Background: an optimization exercise with open tools, aiming at small area, a short achievable clock period and few clock cycles per item. Do not read the settings as production practice. At most, simulation tests tie the RTL to the original design; equivalence was not proved. Only the layout flow was run in run 1; the RTL was not checked for function there. Power is estimated from default activity; no workload was simulated.

==> flow/design.v <==
module lath_eval (
    input  wire        clk,
    input  wire        rst,
    input  wire [31:0] origin_x,       
    input  wire [31:0] origin_y,       
    input  wire [31:0] pitch_x,        
    input  wire [31:0] pitch_y,        
    input  wire [31:0] lath_pitch,     
    input  wire [31:0] phase_offset,   
    input  wire [15:0] slant_num,      
    input  wire [15:0] slant_den,      
    input  wire        in_valid,
    output wire        in_ready,
    input  wire [13:0] px,
    input  wire [12:0] py,
    input  wire [1:0]  stripe,
    input  wire [15:0] corr,           
    output reg         out_valid,
    output wire [6:0]  v,
    output reg  [31:0] m,
    output reg  [15:0] corr_o,
    output wire [47:0] xo,             
    output wire [47:0] yo              
);
    reg [31:0] lp_r;
    reg [33:0] lp3_r;                  
    reg [31:0] po_r;
    reg [15:0] den_r;
    reg [15:0] sn_r;
    reg [29:0] ox_r, oy_r;
    reg [18:0] ptx_r, pty_r;
    always @(posedge clk) begin
        lp_r  <= lath_pitch;
        lp3_r <= {2'b0, lp_r} + {1'b0, lp_r, 1'b0};
        po_r  <= phase_offset;
        den_r <= slant_den;
        sn_r  <= slant_num;
        ox_r  <= origin_x[29:0];
        oy_r  <= origin_y[29:0];
        ptx_r <= pitch_x[18:0];
        pty_r <= pitch_y[18:0];
    end
    wire lnz = |lp_r;
    reg        a_free;
    reg        f_prei, f_pre, f_h0, f_h, f_p, f_c, f_done;
    reg [5:0]  a_cnt;
    reg        a_last;                 
    reg        pvalid;                 
    reg        b_busy;
    reg [4:0]  b_cnt;
    reg        b_last;                 
    reg        b_mcap;                 
    reg        b_vst;                  
    reg        o_org, o_run, o_dbl, o_xadd, o_yadd;
    assign in_ready = a_free;
    wire accept = in_valid & a_free;
    wire b_load = f_done & (~b_busy | b_last);
    wire inflight_n = accept | (~a_free & ~b_load) | b_load | (b_busy & ~b_last);
    always @(posedge clk) begin
        if (rst) begin
            a_free <= 1'b1;
            {f_prei, f_pre, f_h0, f_h, f_p, f_c, f_done} <= 7'd0;
            a_cnt  <= 6'd0;
            a_last <= 1'b0;
            pvalid <= 1'b0;
            b_busy <= 1'b0;
            b_cnt  <= 5'd0;
            b_last <= 1'b0;
            b_mcap <= 1'b0;
            b_vst  <= 1'b0;
            {o_org, o_run, o_dbl, o_xadd, o_yadd} <= 5'd0;
            out_valid <= 1'b0;
        end else begin
            if (accept) begin
                a_free <= 1'b0;
                f_prei <= ~pvalid;
                f_h0   <= pvalid;
            end
            if (f_prei) begin
                f_prei <= 1'b0;
                f_pre  <= 1'b1;
            end
            if (f_pre & a_last) begin
                f_pre  <= 1'b0;
                f_h0   <= 1'b1;
                pvalid <= 1'b1;
            end
            if (f_h0) begin
                f_h0 <= 1'b0;
                f_h  <= 1'b1;
            end
            if (f_h & a_last) begin
                f_h <= 1'b0;
                f_p <= 1'b1;
            end
            if (f_p) begin
                f_p <= 1'b0;
                f_c <= 1'b1;
            end
            if (f_c) begin
                f_c    <= 1'b0;
                f_done <= 1'b1;
            end
            if (b_load) begin
                f_done <= 1'b0;
                a_free <= 1'b1;
            end
            if (f_prei | f_h0 | (f_pre & a_last))
                a_cnt <= 6'd0;
            else
                a_cnt <= a_cnt + 6'd1;
            a_last <= (f_pre & (a_cnt == 6'd38)) | (f_h & (a_cnt == 6'd11)) |
                      (f_pre & a_last & 1'b0);
            out_valid <= b_last;
            if (b_load) begin
                b_busy <= 1'b1;
                b_cnt  <= 5'd0;
            end else if (b_busy) begin
                b_cnt <= b_cnt + 5'd1;
                if (b_last)
                    b_busy <= 1'b0;
            end
            b_last  <= ~b_load & b_busy & (b_cnt == 5'd16);
            b_mcap  <= ~b_load & b_busy & (b_cnt == 5'd12);
            b_vst   <= ~b_load & b_busy & (b_cnt >= 5'd13) & (b_cnt <= 5'd16);
            o_org   <= ~b_load & b_busy & (b_cnt == 5'd5);
            o_run   <= b_load | (b_busy & (b_cnt < 5'd15));
            o_dbl   <= ~b_load & b_busy & (b_cnt < 5'd15) & (b_cnt != 5'd5);
            o_xadd  <= b_load ? pxa[13] :
                       (b_busy & (b_cnt != 5'd5) & ((b_cnt == 5'd14) | (o_org ? pxb[13] : pxb[12])));
            o_yadd  <= b_load ? 1'b0 :
                       (b_busy & (b_cnt != 5'd5) & ((b_cnt == 5'd14) | (o_org ? pyb[13] : pyb[12])));
            if (~inflight_n)
                pvalid <= 1'b0;
        end
    end
    reg [13:0] pxa;
    reg [12:0] pya;                    
    reg [15:0] corra;
    reg [53:0] acc;                    
    reg [15:0] rr;                     
    reg [1:0]  cq;                     
    reg        hbd;                    
    reg        rnz;                    
    reg [40:0] kq;                     
    reg [15:0] krem;
    wire [15:0] r_add  = f_pre ? {15'd0, kq[40]} : (pya[12] ? krem : 16'd0);
    wire [18:0] r_x    = {2'b0, rr, 1'b0};
    wire [18:0] r_y    = {3'b0, r_add};
    wire [18:0] r_z1   = ~{3'b0, den_r};
    wire [18:0] r_z2   = ~{2'b0, den_r, 1'b0};
    wire [18:0] r_t    = r_x + r_y;
    wire [18:0] r_s1   = (r_x ^ r_y ^ r_z1) + {(r_x & r_y) | (r_x & r_z1) | (r_y & r_z1), 1'b1};
    wire [18:0] r_s2   = (r_x ^ r_y ^ r_z2) + {(r_x & r_y) | (r_x & r_z2) | (r_y & r_z2), 1'b1};
    wire        c1     = ~r_s2[18];
    wire        c0     = ~c1 & ~r_s1[18];
    wire [15:0] r_next = c1 ? r_s2[15:0] : (c0 ? r_s1[15:0] : r_t[15:0]);
    wire [53:0] ay   = ({54{f_h0}} & ~({40'd0, pxa} << 11))
                     | ({54{f_h & hbd}} & {{13{kq[40]}}, kq})
                     | ({54{f_p}} & {22'd0, po_r})
                     | ({54{f_c}} & {{26{corra[15]}}, corra, 12'd0});
    wire        acin = f_h0 | (f_p & rnz);
    wire [53:0] ax   = f_h ? {acc[52:0], cq[0]} : acc;
    wire        ax0  = ax[0];
    wire        as0  = ax0 ^ ay[0] ^ acin;
    wire        ak1  = (ax0 & ay[0]) | (ax0 & acin) | (ay[0] & acin) | (f_h & cq[1]);
    wire [52:0] ahi  = ax[53:1] + ay[53:1] + {52'd0, ak1};
    wire [53:0] asum = {ahi, as0};
    wire [15:0] nsn  = ~sn_r + 16'd1;                  
    wire        nsg  = ~sn_r[15] & (|sn_r);           
    always @(posedge clk) begin
        if (a_free) begin
            pxa   <= px;
            pya   <= py;
            corra <= corr;
            acc   <= {27'd0, px, stripe, 11'd0};         
            rr    <= 16'd0;
        end
        if (f_prei) begin
            kq <= {nsn, 24'd0, nsg};
            rr <= nsg ? den_r - 16'd1 : 16'd0;
        end
        if (f_pre) begin
            kq <= {kq[39:0], c0};
            rr <= r_next;
            if (a_last) begin
                krem <= r_next;
                rr   <= 16'd0;
            end
        end
        if (f_h0 | (f_h & ~a_last)) begin
            rr  <= r_next;
            cq  <= {c1, c0};
            hbd <= pya[12];
            pya <= {pya[11:0], pya[12]};
        end
        if (f_h0 | f_h | f_p | f_c)
            acc <= asum;
        rnz <= |rr;
    end
    reg [31:0] br;                     
    reg [27:0] bq;                     
    reg [13:0] pxb;
    reg [13:0] pyb;
    reg [15:0] corrb;
    reg [7:0]  vq;
    reg [39:0] xacc, yacc;
    reg        lnz_o;                  
    reg [31:0] m_r;
    reg [15:0] corr_r;
    wire [31:0] b_t0   = {{6{acc[53]}}, acc[53:28]};
    wire [31:0] b_init = acc[53] ? b_t0 + lp_r : b_t0;
    wire [33:0] bt  = {br, bq[27:26]};
    wire [34:0] bs1 = {1'b0, bt} - {3'b0, lp_r};
    wire [34:0] bs2 = {1'b0, bt} - {2'b0, lp_r, 1'b0};
    wire [34:0] bs3 = {1'b0, bt} - {1'b0, lp3_r};
    wire        g3  = ~bs3[34];
    wire        g2  = ~bs2[34];
    wire        g1  = ~bs1[34];
    wire [31:0] b_next = g3 ? bs3[31:0] : (g2 ? bs2[31:0] : (g1 ? bs1[31:0] : bt[31:0]));
    wire        qh  = g2;
    wire        ql  = g3 | (g1 & ~g2);
    wire [39:0] xx   = ({40{o_dbl}} & {xacc[38:0], 1'b0}) | ({40{o_org}} & xacc);
    wire [39:0] yx   = ({40{o_dbl}} & {yacc[38:0], 1'b0}) | ({40{o_org}} & yacc);
    wire [39:0] xy   = ({40{o_org}} & {{10{ox_r[29]}}, ox_r}) | ({40{o_xadd}} & {21'd0, ptx_r});
    wire [39:0] yy   = ({40{o_org}} & {{10{oy_r[29]}}, oy_r}) | ({40{o_yadd}} & {21'd0, pty_r});
    assign v  = vq[7:1] & {7{lnz_o}};
    always @(*) begin
        m      = m_r & {32{lnz_o}};
        corr_o = corr_r & {16{lnz_o}};
    end
    assign xo = {{8{xacc[39]}}, xacc};
    assign yo = {{8{yacc[39]}}, yacc};
    always @(posedge clk) begin
        if (b_load) begin
            br    <= b_init;
            bq    <= acc[27:0];
            pxb   <= pxa;
            pyb   <= {1'b0, pya};
            corrb <= corra;
        end else begin
            br <= b_next;
            bq <= {bq[25:0], 2'b00};
        end
        if (b_mcap) begin
            m_r    <= b_next;
            corr_r <= corrb;
            lnz_o  <= lnz;
        end
        if (b_vst)
            vq <= {vq[5:0], qh, ql};
        if (o_run) begin
            xacc <= xx + xy;
            yacc <= yx + yy;
            if (~o_org) begin
                pxb <= {pxb[12:0], 1'b0};
                pyb <= {pyb[12:0], 1'b0};
            end
        end
    end
endmodule
==> flow/run.sh <==
#!/bin/bash
# synth_recipe.tcl (not shown) runs the flow's synth.tcl, then flattens the netlist and writes it again
# the make line also repeats each setting of config.mk as NAME=value (left out here)
make -C /OpenROAD-flow-scripts/flow DESIGN_CONFIG=/design/flow/config.mk WORK_HOME=/design/flow/orfs CLKGATE_MAP_FILE= SYNTH_SCRIPT=/design/flow/synth_recipe.tcl finish
==> flow/config.mk <==
export PLATFORM = sky130hd
export DESIGN_NAME = lath_eval
export DESIGN_NICKNAME = lath_eval
export VERILOG_FILES = /design/flow/design.v
export SDC_FILE = /design/flow/constraint.sdc
export NUM_CORES = 4
export LEC_CHECK = 0
export CAP_MARGIN = 20
export CORE_MARGIN = 2
export CORE_UTILIZATION = 40
export SLEW_MARGIN = 20
==> flow/constraint.sdc <==
create_clock -name core_clock -period 11.0 [get_ports {clk}]
set_input_delay 2.2000 -clock core_clock [delete_from_list [all_inputs] [get_ports {clk}]]
set_output_delay 2.2000 -clock core_clock [all_outputs]
set_load 0.01 [all_outputs]
==> results.cfg, run 1 <==
[power_and_ir_drop]
combPwrFrac_pct = 39.3
clkPwrFrac_pct = 28.5
powerDensity_nw_per_um2 = 192
switchingPower_mw = 3.57
sw_frac_of_total_pct = 36.8
power.leakage_nw = 21.2
peakVddDrop_mv = 0.167
p_int_mw = 6.11
p_seq_share_pct = 32.2

[clocking]
cts_max_level = 3
clockRootBuffer = clkbuf_16
cts_tree = done
worstSkewPairLatency_ns = 0.65
clk_path_buf_depth = 3
ctsResizeCount = 0
cts_hold_buf = 0
cts_setup_buffers = 0
clk_pin_slew_ns = 0.06
cts_sinks = 674
cts_made_buffers = 80

[sta]
rsz0062_at_grt = false
fin_skew_ns = 0.0415
tightest_slew_ns = 1.08
slew_headroom_pct = 27.7
maxClockFrequency_ghz = 0.172
hold_ws_ns = 0.415
worst_slack_ns = 5.20
final_max_slew_viol_count = 0
fin_crit_ns = 5.80
tns_ns = 0
hold_viol = 0
finalCritPeriodShare_pct = 52.8
setup_violations = 0

[logic_synthesis]
synth.area.top_cells = edfxtp_1 23%, dfxtp_1 16%, ha_1 11%
yosys.cell_count.top_type = nand2_1
synth-seq-cells = 674
synth-warning-count = 1
syn_nets = 5099
ys_types = 94
syn_inst = 4421
avgSynthCellArea_um2 = 9.57
synthArstFlopShare_pct = 0
ys_seq_area_share_pct = 39.6
synth_area_um2 = 42300
yosys.area.top_type_share_pct = 23.1
synth-main-ff-cell = dfxtp_1
synth.largest_area_cell = edfxtp_1
synth_common_cells = 426 x nand2_1, 363 x ha_1, 348 x dfxtp_1
synth_edf_count = 326

[placement]
hpwl_um = 93000
placed_cell_area_um2 = 47600
gp_congestion = 0.953
port_buffers = 394
dp.cells = 6060
dp_slack_ns = 5.21

[detailed_routing]
drc_errors = 0
ant_nets = 0
vias = 34065
firstDrtPassIters = 6
drtIter0Drc = 2565
viasPerCell = 5.48
totalWireLength_um = 122000
routedWlPerCell_um = 19.6

[setup_path]
rr_worst_depth = 19
path_class = flip-flop to flip-flop
critPathCaptureType = flip-flop
worstSetupStartpointType = flip-flop
crit_arrival_ns = 6.17
crit_required_ns = 11.37
cp_max_fo = 64

[floorplanning]
dieArea_um2 = 108000
start_util_pct = 40.3
die_w_um = 329
num_rows = 119
core_region_area_um2 = 105000
dieHeight_um = 329
ios = 425

[global_routing]
grt_usage_pct = 21.8
grt_max_degree = 72
antenna_found_initial = 8
grt_pass1_vias = 32343
overflow = 0
grt_pass1_wl_um = 186000

[cells_and_area]
stdcell_count = 6215
design_area_um2 = 50400
area.growth.synth_to_final_pct = 19.0
final_nets = 5430
drive_gt1_share_pct = 6.18

[job]
maxCapViolCount = 0

[status]
outcome = finished clean

[min_path]
worstHoldPathCells = 0
hold_path.class = flip-flop to flip-flop
## logic make-up (layout without fill, tap and decap cells)
family	after synthesis	count (layout)	share of synthesized area [%]
compound gates	1276	1276	20.3
xor+xnor	315	315	6.52
fa+ha+maj	406	406	12.8
buf+inv	385	784	3.61
flops	674	674	39.6
mux	137	137	3.49
other cells	0	4	0
simple gates	1228	1228	13.7
## through the flow
stage,util [%],power (mW)
finish,47.9,9.68
global route,47.9,10.2
CTS,47.9,9.69
detailed placement,45.2,6.88
global placement,45.2,6.87
floorplan,-,5.86
## registers in the layout, summed over array words and instances (netlist names), 19 cells and up
name,count
kq,41
pty_r,19
oy_r,30
ox_r,30
xacc,40
m_r,32
bq,28
acc,54
br,32
lp_r,32
lp3_r,34
yacc,40
po_r,32
ptx_r,19
## critical path, stage by stage, from the launching register on
cell	delay (ns)
dfxtp_2	0.31
buf_4	0.34
and2_1	0.29
buf_4	0.26
a221o_1	0.37
fa_1	0.39
a21oi_1	0.17
fa_1	0.27
fa_1	0.21
nor2b_1	0.07
o31a_1	0.28
o21a_1	0.26
a31o_2	0.29
a21oi_1	0.42
o211ai_1	0.24
a221oi_1	0.47
o221ai_1	0.29
a41oi_1	0.31
xor2_1	0.18
nor2_1	0.05
## final timing paths
check / start / endpoint / slack [ns]
worst min-delay path: corrb[3] / corr_r[3] / 0.42
worst max register to register: f_h / acc[37] / 5.20
worst min register to register: corrb[3] / corr_r[3] / 0.42
worst max-delay path: f_h / acc[37] / 5.20
## metal layers
layer | part of all wire [%] | vias up | global-route usage, % | routed length [um]
li1 | - | 16827 | - | -
met1 | 48 | 16153 | 31.7 | 58200
met2 | 44 | 933 | 33.4 | 53300
met3 | 5.9 | 144 | 3.67 | 7210
met4 | 2.3 | 8 | 5.61 | 2780
met5 | 0.039 | - | 0 | 47
## final cells by class
type                    count  area, um^2
clock inverters            41         409
repair buffers            425        4200
clock buffers             109        2370
multi-input cells        3362       24100
flip-flops and latches    674       16800
well taps                1391        1740
diodes                      4        10.0
fillers                 10006       54800
inverters                 209         786
## power by group through the flow
| stage | clock [mW] | combinational [mW] | sequential, mW |
|---|---|---|---|
| global route | 2.93 | 4.17 | 3.13 |
| global placement | 0 | 3.71 | 3.16 |
| detailed placement | 0 | 3.72 | 3.16 |
| CTS | 2.83 | 3.75 | 3.11 |
| finish | 2.76 | 3.80 | 3.11 |
| floorplan | 0 | 2.79 | 3.07 |
## layout by cell type (no fill, tap or decap), drive strengths merged, types with 40 or more instances in the layout
| cell type | synthesis | routed |
|---|---|---|
| a211oi | 53 | 53 |
| a21o | 137 | 137 |
| a21oi | 308 | 308 |
| a22o | 118 | 118 |
| a31oi | 47 | 47 |
| and2 | 131 | 131 |
| clkbuf | 134 | 109 |
| clkdlybuf4s50 | 0 | 394 |
| dfxtp | 348 | 348 |
| edfxtp | 326 | 326 |
| fa | 43 | 43 |
| ha | 363 | 363 |
| inv | 209 | 215 |
| mux2 | 85 | 85 |
| mux2i | 52 | 52 |
| nand2 | 426 | 426 |
| nand2b | 53 | 53 |
| nand3 | 58 | 58 |
| nand4 | 44 | 44 |
| nor2 | 286 | 286 |
| nor3 | 77 | 77 |
| o21a | 50 | 50 |
| o21ai | 262 | 262 |
| o21bai | 40 | 40 |
| xnor2 | 194 | 194 |
| xor2 | 121 | 121 |
==> inputs of run 2 (changes only) <==
--- a/flow/design.v
+++ b/flow/design.v
@@ -27,5 +27,4 @@
     reg [31:0] po_r;
     reg [15:0] den_r;
-    reg [15:0] sn_r;
     reg [29:0] ox_r, oy_r;
     reg [18:0] ptx_r, pty_r;
@@ -35,5 +34,4 @@
         po_r  <= phase_offset;
         den_r <= slant_den;
-        sn_r  <= slant_num;
         ox_r  <= origin_x[29:0];
         oy_r  <= origin_y[29:0];
@@ -52,5 +50,5 @@
     reg        b_mcap;                 
     reg        b_vst;                  
-    reg        o_org, o_run, o_dbl, o_xadd, o_yadd;
+    reg        o_first, o_org, o_run, o_one;
     assign in_ready = a_free;
     wire accept = in_valid & a_free;
@@ -69,5 +67,5 @@
             b_mcap <= 1'b0;
             b_vst  <= 1'b0;
-            {o_org, o_run, o_dbl, o_xadd, o_yadd} <= 5'd0;
+            {o_first, o_org, o_run, o_one} <= 4'd0;
             out_valid <= 1'b0;
         end else begin
@@ -124,11 +122,8 @@
             b_mcap  <= ~b_load & b_busy & (b_cnt == 5'd12);
             b_vst   <= ~b_load & b_busy & (b_cnt >= 5'd13) & (b_cnt <= 5'd16);
+            o_first <= b_load;
             o_org   <= ~b_load & b_busy & (b_cnt == 5'd5);
             o_run   <= b_load | (b_busy & (b_cnt < 5'd15));
-            o_dbl   <= ~b_load & b_busy & (b_cnt < 5'd15) & (b_cnt != 5'd5);
-            o_xadd  <= b_load ? pxa[13] :
-                       (b_busy & (b_cnt != 5'd5) & ((b_cnt == 5'd14) | (o_org ? pxb[13] : pxb[12])));
-            o_yadd  <= b_load ? 1'b0 :
-                       (b_busy & (b_cnt != 5'd5) & ((b_cnt == 5'd14) | (o_org ? pyb[13] : pyb[12])));
+            o_one   <= ~b_load & b_busy & (b_cnt == 5'd14);
             if (~inflight_n)
                 pvalid <= 1'b0;
@@ -142,5 +137,4 @@
     reg [1:0]  cq;                     
     reg        hbd;                    
-    reg        rnz;                    
     reg [40:0] kq;                     
     reg [15:0] krem;
@@ -160,5 +154,5 @@
                      | ({54{f_p}} & {22'd0, po_r})
                      | ({54{f_c}} & {{26{corra[15]}}, corra, 12'd0});
-    wire        acin = f_h0 | (f_p & rnz);
+    wire        acin = f_h0 | (f_p & (|rr));
     wire [53:0] ax   = f_h ? {acc[52:0], cq[0]} : acc;
     wire        ax0  = ax[0];
@@ -167,6 +161,5 @@
     wire [52:0] ahi  = ax[53:1] + ay[53:1] + {52'd0, ak1};
     wire [53:0] asum = {ahi, as0};
-    wire [15:0] nsn  = ~sn_r + 16'd1;                  
-    wire        nsg  = ~sn_r[15] & (|sn_r);           
+    wire [16:0] nsn  = -{slant_num[15], slant_num};    
     always @(posedge clk) begin
         if (a_free) begin
@@ -178,6 +171,6 @@
         end
         if (f_prei) begin
-            kq <= {nsn, 24'd0, nsg};
-            rr <= nsg ? den_r - 16'd1 : 16'd0;
+            kq <= {nsn[15:0], 24'd0, nsn[16]};
+            rr <= nsn[16] ? den_r - 16'd1 : 16'd0;
         end
         if (f_pre) begin
@@ -197,5 +190,4 @@
         if (f_h0 | f_h | f_p | f_c)
             acc <= asum;
-        rnz <= |rr;
     end
     reg [31:0] br;                     
@@ -206,7 +198,4 @@
     reg [7:0]  vq;
     reg [39:0] xacc, yacc;
-    reg        lnz_o;                  
-    reg [31:0] m_r;
-    reg [15:0] corr_r;
     wire [31:0] b_t0   = {{6{acc[53]}}, acc[53:28]};
     wire [31:0] b_init = acc[53] ? b_t0 + lp_r : b_t0;
@@ -221,13 +210,11 @@
     wire        qh  = g2;
     wire        ql  = g3 | (g1 & ~g2);
-    wire [39:0] xx   = ({40{o_dbl}} & {xacc[38:0], 1'b0}) | ({40{o_org}} & xacc);
-    wire [39:0] yx   = ({40{o_dbl}} & {yacc[38:0], 1'b0}) | ({40{o_org}} & yacc);
-    wire [39:0] xy   = ({40{o_org}} & {{10{ox_r[29]}}, ox_r}) | ({40{o_xadd}} & {21'd0, ptx_r});
-    wire [39:0] yy   = ({40{o_org}} & {{10{oy_r[29]}}, oy_r}) | ({40{o_yadd}} & {21'd0, pty_r});
-    assign v  = vq[7:1] & {7{lnz_o}};
-    always @(*) begin
-        m      = m_r & {32{lnz_o}};
-        corr_o = corr_r & {16{lnz_o}};
-    end
+    wire        xbit = o_one | pxb[13];
+    wire        ybit = o_one | pyb[13];
+    wire [39:0] xx   = ({40{~o_first & ~o_org}} & {xacc[38:0], 1'b0}) | ({40{o_org}} & xacc);
+    wire [39:0] yx   = ({40{~o_first & ~o_org}} & {yacc[38:0], 1'b0}) | ({40{o_org}} & yacc);
+    wire [39:0] xy   = ({40{o_org}} & {{10{ox_r[29]}}, ox_r}) | ({40{~o_org & xbit}} & {21'd0, ptx_r});
+    wire [39:0] yy   = ({40{o_org}} & {{10{oy_r[29]}}, oy_r}) | ({40{~o_org & ybit}} & {21'd0, pty_r});
+    assign v  = vq[7:1];
     assign xo = {{8{xacc[39]}}, xacc};
     assign yo = {{8{yacc[39]}}, yacc};
@@ -244,10 +231,9 @@
         end
         if (b_mcap) begin
-            m_r    <= b_next;
-            corr_r <= corrb;
-            lnz_o  <= lnz;
+            m      <= lnz ? b_next : 32'd0;
+            corr_o <= lnz ? corrb : 16'd0;
         end
         if (b_vst)
-            vq <= {vq[5:0], qh, ql};
+            vq <= {vq[5:0], qh & lnz, ql & lnz};
         if (o_run) begin
             xacc <= xx + xy;
==> results.cfg, run 2 <==
[placement]
gp_congestion = 0.930
dp.cells = 6245
hpwl_um = 97300
port_buffers = 394
dp_slack_ns = 5.16

[sta]
worst_slack_ns = 5.61
hold_viol = 0
rsz0062_at_grt = false
tightest_slew_ns = 1.11
maxClockFrequency_ghz = 0.186
finalCritPeriodShare_pct = 49.0
slew_headroom_pct = 26.2
fin_crit_ns = 5.39
fin_skew_ns = 0.0451
tns_ns = 0
final_max_slew_viol_count = 0
setup_violations = 0

[detailed_routing]
vias = 35032
drc_errors = 0
drtIter0Drc = 2645
ant_nets = 0
routedWlPerCell_um = 20.1
totalWireLength_um = 129000
firstDrtPassIters = 5
viasPerCell = 5.48

[logic_synthesis]
synthArstFlopShare_pct = 0
synth-warning-count = 1
ys_seq_area_share_pct = 38.3
synth_common_cells = 468 x nand2_1, 363 x ha_1, 330 x dfxtp_1, 330 x nor2_1, 325 x edfxtp_1
synth_area_um2 = 42700
yosys.cell_count.top_type = nand2_1
ys_types = 85
avgSynthCellArea_um2 = 9.25
yosys.area.top_type_share_pct = 22.8
synth-seq-cells = 655
syn_inst = 4621
synth_edf_count = 325
synth.area.top_cells = edfxtp_1 23%, dfxtp_1 15%, ha_1 11%
synth-main-ff-cell = dfxtp_1
synth.largest_area_cell = edfxtp_1
syn_nets = 5299

[clocking]
cts_sinks = 655
cts_tree = done
ctsResizeCount = 0
cts_max_level = 3
cts_made_buffers = 79
cts_hold_buf = 0
cts_setup_buffers = 0
clk_pin_slew_ns = 0.06
worstSkewPairLatency_ns = 0.69
clk_path_buf_depth = 3
clockRootBuffer = clkbuf_16

[setup_path]
critPathCaptureType = flip-flop
timing.rr.start = rr[6]
crit_arrival_ns = 5.83
worstReg2RegEnd = acc[51]
crit_required_ns = 11.44
worstSetupStartpointType = flip-flop
endpoint = acc[51]
rrSetupSlack_ns = 5.61
cp_max_fo = 4
rr_worst_depth = 17
cp-startpoint = rr[6]
path_class = flip-flop to flip-flop

[cells_and_area]
drive_gt1_share_pct = 6.00
stdcell_count = 6395
largest_registers = acc (54), kq (41)
mostFrequentLayoutCell = nand2_1
top_register = acc
area.growth.synth_to_final_pct = 18.7
final_nets = 5614
final_cell_mix = 467 x nand2_1, 394 x clkdlybuf4s50_1, 363 x ha_1
final_util_pct = 48.1
largest_register_ff_count = 54

[power_and_ir_drop]
peakVddDrop_mv = 0.170
p_total_mw = 9.97
powerDensity_nw_per_um2 = 197
power.leakage_nw = 21.4

[global_routing]
antenna_found_initial = 1
grt_pass1_wl_um = 196000
grt_max_degree = 197
grt_usage_pct = 23.0
overflow = 0
grt_pass1_vias = 33514

[floorplanning]
core_region_area_um2 = 106000
ios = 425
die_w_um = 331
dieArea_um2 = 109000
dieHeight_um = 331
start_util_pct = 40.5
num_rows = 119

[job]
maxCapViolCount = 0

[min_path]
hp-start = bq[14]
hold_path.class = flip-flop to flip-flop

[status]
outcome = finished clean
[run 2: critical path, stage by stage, from the launching register on]
cell      delay [ns]
edfxtp_1        0.50
nor4_1          0.55
nand4_1         0.25
a21o_1          0.25
fa_1            0.35
a21oi_1         0.15
fa_1            0.24
fa_1            0.20
nor2b_1         0.08
o31a_1          0.29
o21a_1          0.23
o21ai_1         0.41
nand3b_1        0.20
a221o_1         0.45
a31o_1          0.31
a31o_1          0.24
a211o_1         0.29
and3_1          0.17
[run 2: worst min-delay path by stage]
stage	to	slack, ns	depth (start not counted)
2_1_floorplan	bq[10]	0.40	2
3_3_place_gp	bq[16]	0.41	2
3_5_place_dp	bq[16]	0.41	2
4_1_cts	bq[19]	0.42	2
5_1_grt	bq[16]	0.44	2
6_report	bq[16]	0.42	2
[run 2: cells by family (layout without fill, tap and decap cells)]
| logic type | Yosys count | count (layout) | synth area share, % |
|---|---|---|---|
| xor gates and xnor gates | 290 | 290 | 5.94 |
| muxes | 118 | 118 | 2.96 |
| AOI/OAI and AO/OA | 1296 | 1296 | 20.0 |
| other | 0 | 1 | 0 |
| DFF | 655 | 655 | 38.3 |
| and+or+nand+nor | 1443 | 1443 | 16.2 |
| adders and majority gates | 406 | 406 | 12.6 |
| buffers and inverters | 413 | 795 | 3.99 |
[run 2: cell type report]
class                      instances  area (um^2)
timing repair buffer             426         4210
multi-input combinational       3553        24700
antenna                            1         2.50
clock inverter                    39          514
inverter                         221          830
fill                            9952        54800
tap                             1391         1740
clock buffer                     109         2340
sequential                       655        16400
[run 2: routing by layer]
| metal | share of wire (%) | vias up | track usage [%] |
|---|---|---|---|
| met4 | 2.3 | 0 | 5.84 |
| met1 | 47 | 16654 | 32.4 |
| met5 | 0 | - | 0 |
| li1 | - | 17370 | - |
| met2 | 46 | 862 | 36.9 |
| met3 | 5.1 | 146 | 3.31 |
[run 2: where the power goes]
part | internal [mW] | switching, mW
Combinational | 1.62 | 2.45
Sequential | 2.85 | 0.200
Clock | 1.66 | 1.18
Total | 6.14 | 3.84
[run 2: metrics by stage]
stage / hold slack, ns / instance area, um^2
global route: 0.437 / 50700
detailed placement: 0.407 / 47800
finish: 0.421 / 50700
floorplan: 0.399 / 42700
CTS: 0.424 / 50700
global placement: 0.406 / 47800
Testbench counts of run 2, summed over its fixed seeds: cycles 29,568, items 1,536.

-- separate check: timing with driven ports --
How much do the figures lean on ideal ports? The routed layouts below were timed once more, with nothing changed but the port constraints.
Step 1 sets driving cells, clkbuf_16 on the clock port and buf_2 on the other inputs (assumed; they add their load-dependent delay and slew).
Step 2, shift: input delay + t, output delay - t, t = (earliest + latest rising clock arrival at the registers) / 2. This alone moves slack from input paths to output paths.
a / b / c = ideal ports / drivers / drivers and shift; a / b = the first two.
run	t (ns)	setup slack, ns	latest minus earliest clock arrival (ns)	worst slew at a driven data input, ns
run 1	0.706	5.197 / 5.197 / 5.197	0.052 / 0.052	0.10
run 2	0.736	5.612 / 5.612 / 5.166	0.047 / 0.047	0.13
After both steps every run listed still meets setup and hold. The setup slack of run 2, which loses most, moves by 0.000 ns with the drivers and by -0.446 ns with both steps.
